Context: an optimization exercise on an open-source flow, tuned for small area, a short achievable clock period and few clock cycles per item. The choices shown serve that exercise and are no tape-out recipe.
Only simulation tests tie the RTL to the original design; equivalence was not proved.
Power is estimated from default activity; no workload was simulated.

==> design.v <==
module ck_unit (
    input  wire        clk,
    input  wire        rst,        
    input  wire        wr_en,
    input  wire [4:0]  wr_addr,    
    input  wire [31:0] wr_data,
    input  wire [4:0]  rd_addr,
    output reg  [31:0] rd_data,
    output wire        busy
);
    localparam [4:0] A_CFG     = 5'd0,
                     A_POLY    = 5'd1,
                     A_INIT    = 5'd2,
                     A_XOROUT  = 5'd3,
                     A_VAL0    = 5'd4,
                     A_VAL1    = 5'd5,
                     A_VALTOP  = 5'd6,
                     A_RES0    = 5'd7,
                     A_RES1    = 5'd8,
                     A_CTL     = 5'd9,
                     A_LOAD0   = 5'd10,
                     A_LOAD1   = 5'd11,
                     A_DATA8   = 5'd12,
                     A_DATA16  = 5'd13,
                     A_DATA32  = 5'd14,
                     A_BLOCKS  = 5'd15,
                     A_FAIL    = 5'd16,
                     A_SWDROP  = 5'd17,
                     A_BAD     = 5'd30,
                     A_REFUSED = 5'd31;
    reg [31:0] cfg;
    reg [31:0] upoly;
    reg [31:0] uinit;
    reg [31:0] uxorout;
    reg [31:0] load0;
    reg [31:0] load1;
    reg [63:0] val;
    reg [7:0]  seq;
    reg [31:0] sw_drop;
    reg [31:0] bad;
    reg [31:0] refused;
    reg [23:0] feed_buf;    
    reg [1:0]  feed_cnt;    
    reg        feed_act;    
    reg [7:0]  feed_byte;
    assign busy = feed_act;
    function [31:0] reflect32_w(input [31:0] x, input [6:0] w);
        integer i;
        reg [31:0] r;
        begin
            for (i = 0; i < 32; i = i + 1)
                r[i] = x[31 - i];
            reflect32_w = r >> (7'd32 - w);
        end
    endfunction
    function [63:0] width_mask(input [6:0] w);
        begin
            width_mask = (w == 7'd64) ? 64'hFFFF_FFFF_FFFF_FFFF
                                      : ((64'd1 << w) - 64'd1);
        end
    endfunction
    function [6:0] sel_w(input [31:0] c);
        case (c[2:0])
            3'd2:    sel_w = 7'd16;
            3'd3:    sel_w = 7'd64;
            3'd4:    sel_w = {2'b00, c[9:5]} + 7'd1;
            default: sel_w = 7'd32;
        endcase
    endfunction
    function sel_refin(input [31:0] c);
        case (c[2:0])
            3'd2:    sel_refin = 1'b0;
            3'd4:    sel_refin = c[10];
            default: sel_refin = 1'b1;
        endcase
    endfunction
    function sel_refout(input [31:0] c);
        case (c[2:0])
            3'd2:    sel_refout = 1'b0;
            3'd4:    sel_refout = c[11];
            default: sel_refout = 1'b1;
        endcase
    endfunction
    function [63:0] sel_init(input [31:0] c, input [31:0] ui);
        reg [6:0] w;
        begin
            w = sel_w(c);
            case (c[2:0])
                3'd2:    sel_init = 64'h0000_0000_0000_FFFF;
                3'd3:    sel_init = 64'hFFFF_FFFF_FFFF_FFFF;
                3'd4:    sel_init = c[10] ? {32'd0, reflect32_w(ui, w)}
                                          : ({32'd0, ui} & width_mask(w));
                default: sel_init = 64'h0000_0000_FFFF_FFFF;
            endcase
        end
    endfunction
    wire [6:0]  cur_w      = sel_w(cfg);
    wire        cur_refin  = sel_refin(cfg);
    wire        cur_refout = sel_refout(cfg);
    wire [63:0] cur_mask   = width_mask(cur_w);
    wire        sw_mode    = (cfg[17:16] == 2'd0);
    reg [63:0] cur_poly;
    reg [63:0] cur_xorout;
    always @(*) begin
        case (cfg[2:0])
            3'd0: begin cur_poly = 64'h0000_0000_1EDC_6F41; cur_xorout = 64'h0000_0000_FFFF_FFFF; end
            3'd1: begin cur_poly = 64'h0000_0000_04C1_1DB7; cur_xorout = 64'h0000_0000_FFFF_FFFF; end
            3'd2: begin cur_poly = 64'h0000_0000_0000_1021; cur_xorout = 64'h0; end
            3'd3: begin cur_poly = 64'h42F0_E1EB_A9EA_3693; cur_xorout = 64'hFFFF_FFFF_FFFF_FFFF; end
            default: begin
                cur_poly   = {32'd0, upoly}   & cur_mask;
                cur_xorout = {32'd0, uxorout} & cur_mask;
            end
        endcase
    end
    reg [63:0] cur_rpoly;
    always @(*) begin
        case (cfg[2:0])
            3'd0:    cur_rpoly = 64'h0000_0000_82F6_3B78;
            3'd1:    cur_rpoly = 64'h0000_0000_EDB8_8320;
            3'd2:    cur_rpoly = 64'h0000_0000_0000_8408;
            3'd3:    cur_rpoly = 64'hC96C_5795_D787_0F42;
            default: cur_rpoly = {32'd0, reflect32_w(upoly, cur_w)};
        endcase
    end
    reg [63:0] val_next_byte;
    reg [31:0] v32;       
    integer b;
    always @(*) begin
        val_next_byte = val;
        if (cur_refin) begin
            val_next_byte = val_next_byte ^ {56'd0, feed_byte};
            for (b = 0; b < 8; b = b + 1) begin
                if (val_next_byte[0])
                    val_next_byte = (val_next_byte >> 1) ^ cur_rpoly;
                else
                    val_next_byte = val_next_byte >> 1;
            end
        end else begin
            v32 = val[31:0] ^ ({24'd0, feed_byte} << (cur_w - 7'd8));
            for (b = 0; b < 8; b = b + 1) begin
                if (v32[cur_w - 7'd1])
                    v32 = ((v32 << 1) & cur_mask[31:0]) ^ cur_poly[31:0];
                else
                    v32 = (v32 << 1) & cur_mask[31:0];
            end
            val_next_byte = {32'd0, v32};
        end
    end
    wire [63:0] val_m = val & cur_mask;
    wire [63:0] res   = ((cur_refin != cur_refout) ? {32'd0, reflect32_w(val_m[31:0], cur_w)} : val_m) ^ cur_xorout;
    wire cfg_bad = (wr_data[2:0] > 3'd4) ||
                   (wr_data[2:0] == 3'd4 && wr_data[9:5] < 5'd7) ||
                   (wr_data[17:16] == 2'd3);
    always @(posedge clk) begin
        if (rst) begin
            cfg       <= 32'd0;
            upoly     <= 32'd0;
            uinit     <= 32'd0;
            uxorout   <= 32'd0;
            load0     <= 32'd0;
            load1     <= 32'd0;
            val       <= 64'h0000_0000_FFFF_FFFF;
            seq       <= 8'd0;
            sw_drop   <= 32'd0;
            bad       <= 32'd0;
            refused   <= 32'd0;
            feed_buf  <= 24'd0;
            feed_cnt  <= 2'd0;
            feed_act  <= 1'b0;
            feed_byte <= 8'd0;
        end else begin
            if (feed_act) begin
                val <= val_next_byte;
                if (feed_cnt != 2'd0) begin
                    feed_byte <= feed_buf[7:0];
                    feed_buf  <= feed_buf >> 8;
                    feed_cnt  <= feed_cnt - 2'd1;
                end else begin
                    feed_act <= 1'b0;
                end
            end
            if (wr_en && !feed_act) begin
                case (wr_addr)
                    A_CFG: begin
                        if (cfg_bad) begin
                            refused <= refused + 32'd1;
                        end else begin
                            cfg <= wr_data;
                            if (wr_data[17:16] == 2'd0) begin
                                val <= sel_init(wr_data, uinit);
                                seq <= seq + 8'd1;
                            end else begin
                                val <= val & width_mask(sel_w(wr_data));
                            end
                        end
                    end
                    A_POLY:   upoly   <= wr_data;
                    A_INIT:   uinit   <= wr_data;
                    A_XOROUT: uxorout <= wr_data;
                    A_LOAD0:  load0   <= wr_data;
                    A_LOAD1:  load1   <= wr_data;
                    A_CTL: begin
                        if (!sw_mode) begin
                            sw_drop <= sw_drop + 32'd1;
                        end else if (wr_data == 32'd1) begin
                            val <= sel_init(cfg, uinit);
                            seq <= seq + 8'd1;
                        end else if (wr_data == 32'd2) begin
                            val <= {load1, load0} & cur_mask;
                            seq <= seq + 8'd1;
                        end else begin
                            bad <= bad + 32'd1;
                        end
                    end
                    A_DATA8, A_DATA16, A_DATA32: begin
                        if (!sw_mode) begin
                            sw_drop <= sw_drop + 32'd1;
                        end else begin
                            seq       <= seq + 8'd1;
                            feed_act  <= 1'b1;
                            feed_byte <= wr_data[7:0];
                            feed_buf  <= wr_data[31:8];
                            feed_cnt  <= (wr_addr == A_DATA8)  ? 2'd0 :
                                         (wr_addr == A_DATA16) ? 2'd1 : 2'd3;
                        end
                    end
                    default: bad <= bad + 32'd1;
                endcase
            end
        end
    end
    always @(*) begin
        case (rd_addr)
            A_CFG:     rd_data = cfg;
            A_POLY:    rd_data = upoly;
            A_INIT:    rd_data = uinit;
            A_XOROUT:  rd_data = uxorout;
            A_VAL0:    rd_data = val_m[31:0];
            A_VAL1:    rd_data = val_m[63:32];
            A_VALTOP:  rd_data = {seq, 24'd0};
            A_RES0:    rd_data = res[31:0];
            A_RES1:    rd_data = res[63:32];
            A_SWDROP:  rd_data = sw_drop;
            A_BAD:     rd_data = bad;
            A_REFUSED: rd_data = refused;
            default:   rd_data = 32'd0;
        endcase
    end
endmodule
==> run.sh <==
#!/bin/bash
# synth_recipe.tcl (not shown) runs the flow's synth.tcl, then flattens the netlist and writes it again
# the make line also repeats each setting of config.mk as NAME=value (left out here)
make -C /OpenROAD-flow-scripts/flow DESIGN_CONFIG=/design/flow/config.mk WORK_HOME=/design/flow/orfs CLKGATE_MAP_FILE= SYNTH_SCRIPT=/design/flow/synth_recipe.tcl finish
==> config.mk <==
export PLATFORM = sky130hd
export DESIGN_NAME = ck_unit
export DESIGN_NICKNAME = ck_unit
export VERILOG_FILES = /design/flow/design.v
export SDC_FILE = /design/flow/constraint.sdc
export NUM_CORES = 4
export LEC_CHECK = 0
export CAP_MARGIN = 20
export CORE_MARGIN = 2
export CORE_UTILIZATION = 30
export PLACE_DENSITY = 0.4
export SETUP_SLACK_MARGIN = 1.5
export SLEW_MARGIN = 20
==> constraint.sdc <==
create_clock -name core_clock -period 18.0 [get_ports {clk}]
set_input_delay 3.6000 -clock core_clock [delete_from_list [all_inputs] [get_ports {clk}]]
set_output_delay 3.6000 -clock core_clock [all_outputs]
set_load 0.01 [all_outputs]
==> results.json <==
{
  "irDropWorstVdd_mv": 0.0689,
  "hold_depth": 2,
  "rsz0062_at_grt": "yes",
  "finalCoreUtilization_pct": 35.4,
  "drv_cap": 0,
  "synth_ff_type": "dfxtp_1",
  "crit-reg2reg-launch": "cfg[1]",
  "wl_met2_um": 175000,
  "arrival_ns": 17.08,
  "finalHoldViolCount": 0,
  "cts_tree": "yes",
  "synth_most_common_cell": "nand2_1",
  "crit_fanout": 32,
  "avgSynthCellArea_um2": 6.50,
  "crit_type": "flop to flop",
  "cts.clk_slew.worst_paths_ns": 0.07,
  "cts_buffers": 47,
  "wl_met3_um": 50000,
  "place_congestion": 1.10,
  "portBuffers": 77,
  "slowest_delay_ns": 0.92,
  "critPathCaptureType": "flop",
  "p_leak_uw": 0.0223,
  "dpl.cell_count": 9988,
  "cts_sinks": 395,
  "synthDistinctLibCells": 132,
  "r2r_cells": 65,
  "grt_pass1_vias": 61900,
  "clock_latency_ns": 0.67,
  "core_mm2": 0.167,
  "hp-class": "flop to flop",
  "yosys-top-cells-count": "1315 x nand2_1, 913 x nor2_1, 802 x a21oi_1, 591 x xnor2_1, 496 x clkbuf_1",
  "cpMaxStageDelayCell": "a21oi_1",
  "fin_setup_tns_ns": 0,
  "yosysWarnings": 1,
  "grt_util_all_layers_pct": 49.0,
  "synthArstFlopShare_pct": 0,
  "die_h_um": 413,
  "grt_pass1_wl_um": 573000,
  "die-area_mm2": 0.171,
  "worstPathRequired_ns": 18.59,
  "dp_hpwl_um": 326000,
  "nets": 7930,
  "total_power_uw": 4030,
  "worst-r2r-setup-slack_ns": 1.51,
  "routed_wl_um": 432000,
  "wirelength_met1_um": 154000,
  "vias": 67900,
  "antenna_found_initial": 54,
  "worst_pin_slew_ns": 1.32,
  "max_freq_mhz": 60.6,
  "worst-path-buf-inv": 22,
  "drt_iter0_drc": 10600,
  "drc_errors": 0,
  "first_pass_iters": 9,
  "syn_inst": 7724,
  "layout_min_cycle_time_ns": 16.49,
  "final_cells": 10200,
  "syn_area_mm2": 0.0502,
  "maxSlewHeadroom_pct": 11.2,
  "hold_start": "upoly[19]",
  "worstHoldEndpoint": "upoly[19]",
  "synth_nets": 7792,
  "cpMostUsedCell": "buf_4",
  "cts-root-buf": "clkbuf_16",
  "critPathLaunchType": "flop",
  "ant_nets": 0,
  "viasPerCell": 6.69,
  "ys_ff_latch": 395,
  "top_layer_used": "met5",
  "ys_top_cells_by_area": "dfxtp_1 16%, xnor2_1 10%, nand2_1 9.8%, a21oi_1 8.0%, nor2_1 6.8%",
  "synth_edf_count": 0,
  "drive_gt1_share_pct": 13.7,
  "status": "no timing/DRC/antenna violations",
  "cp_top_family": "compound AO/OA/AOI/OAI gates",
  "netlist.area_leader.share_pct": 15.7,
  "yosysSeqAreaShare_pct": 15.7,
  "die_x_um": 413,
  "cts.path.max_buffers": 3,
  "clock_skew_ns": 0.0506,
  "wl_per_cell_um": 42.6,
  "setup_viol_count_final": 0,
  "yosys.area.top_type": "dfxtp_1",
  "period_share_pct": 91.6,
  "drv_slew": 0,
  "grt_overflow_total": 0,
  "floorplan.initialDensity_pct": 30.1,
  "r2r_end": "val[8]",
  "rows": 150,
  "syn_to_final_growth_pct": 17.4,
  "ios": 78,
  "grt_start_max_net_pins": 84,
  "htree_levels": 2,
  "p_per_area_mw_per_mm2": 68.3
}
==> metrics by stage <==
stage / hold slack (ns) / worst slack (ns) / cell area, µm²
2_1_floorplan: 0.436 / 1.55 / 50200
3_3_place_gp: 0.442 / -0.357 / 56400
3_5_place_dp: 0.446 / -0.527 / 56400
4_1_cts: 0.453 / 1.52 / 58300
5_1_grt: 0.476 / 1.46 / 58800
6_report: 0.453 / 1.51 / 58900
==> cells in the final DEF, fill, tap and decap left out, types with 86 or more instances in the layout <==
master and n:
a211oi_1 86, a21oi_1 789, a31oi_1 108, buf_4 671
dfxtp_1 388, mux2i_1 291, nand2_1 1306, nand3_1 270
nor2_1 899, nor3_1 176, o21ai_0 385, o22ai_1 97
xnor2_1 575, xor2_1 171
==> worst register-to-register path: cells and delay by family (launching register included) <==
kind / cells / cell delay [ns]
compound gates: 27 / 6.57
mux: 2 / 0.41
flops: 1 / 0.42
buf+inv: 22 / 4.77
fa+ha+maj: 2 / 0.59
xor+xnor: 1 / 0.16
simple gates: 11 / 3.52
==> cell type report <==
| type | instances | area (µm²) |
|---|---|---|
| inverters | 55 | 228 |
| well taps | 2204 | 2760 |
| diodes | 47 | 118 |
| clock inverters | 29 | 393 |
| clock buffers | 57 | 1280 |
| flip-flops and latches | 395 | 7920 |
| fillers | 18400 | 108000 |
| repair buffers | 767 | 6130 |
| multi-input cells | 6596 | 40100 |
==> registers in the layout, summed over array words and instances (netlist names), 2 cells and up <==
register / count
sw_drop: 32
seq: 8
val: 64
load1: 32
feed_buf: 24
refused: 32
feed_byte: 8
uxorout: 32
upoly: 32
bad: 32
cfg: 32
feed_cnt: 2
load0: 32
uinit: 32
==> worst max-delay path by stage <==
stage,start,end,slack (ns),depth (start not counted)
after floorplan,cfg[1],val[20],1.55,77
after detailed placement,cfg[5],val[8],-0.53,63
final,cfg[1],val[8],1.51,65
after global routing,cfg[8],val[8],1.46,68
after global placement,cfg[5],val[8],-0.36,62
after CTS,cfg[0],val[8],1.52,63
==> cell families (layout without fill, tap and decap cells) <==
family | count (synthesis) | after routing | synth area share (%)
compound gates | 2325 | 2326 | 30.0
xor+xnor | 768 | 768 | 13.4
simple gates | 3148 | 3148 | 27.4
other cells | 0 | 47 | 0
mux | 331 | 331 | 6.92
flops | 395 | 395 | 15.7
buf+inv | 734 | 908 | 5.95
fa+ha+maj | 23 | 23 | 0.573
==> routing by layer <==
metal / vias to the layer above / track usage [%]
li1: 28000 / -
met1: 32700 / 55.4
met2: 5381 / 70.2
met3: 1813 / 17.5
met4: 22 / 48.0
met5: - / 0.876
==> what timing repair did <==
action                     CTS  global route
setup buffers               10             9
hold buffers                 0             0
setup endpoints to repair   32            32
cloned                       1             0
gates resized for setup     28            56
pin swaps                    7            15
==> where the power goes <==
part	switching, µW	internal [µW]	total, µW
clock network	463	613	1080
logic	1320	730	2050
registers	20.8	883	904
total	1800	2230	4030
Testbench counts, summed over its fixed seeds: cycles 18,579, bytes 13,820.

==> afterwards: timing with drivers on the ports <==
Ports are ideal in the flow. The routed layout listed here was re-timed in OpenROAD.
Step 1 (the two cells are an assumption about what drives the block):
set clk [get_ports {clk}]
set_driving_cell -lib_cell sky130_fd_sc_hd__clkbuf_16 $clk
set_driving_cell -lib_cell sky130_fd_sc_hd__buf_2 [delete_from_list [all_inputs] $clk]
Step 2 adds t to the input delays and takes it off the output delays; t is the mean of the earliest and latest rising clock arrival at the registers after step 1. Input paths then give back, and output paths get back, about the clock's delay inside the block.
Slacks: ideal / step 1 / step 2; pairs: ideal / step 1.
t, ns: 0.716
slack for setup (ns): 1.510 / 1.510 / 1.510
hold WS [ns]: 0.453 / 0.453 / 0.453
worst setup path after step 2: register to register
pins driven straight from the clock port: 1
After both steps this run still meets setup and hold. For this run, drivers alone change the setup slack by 0.000 ns; drivers and shift together by 0.000 ns.
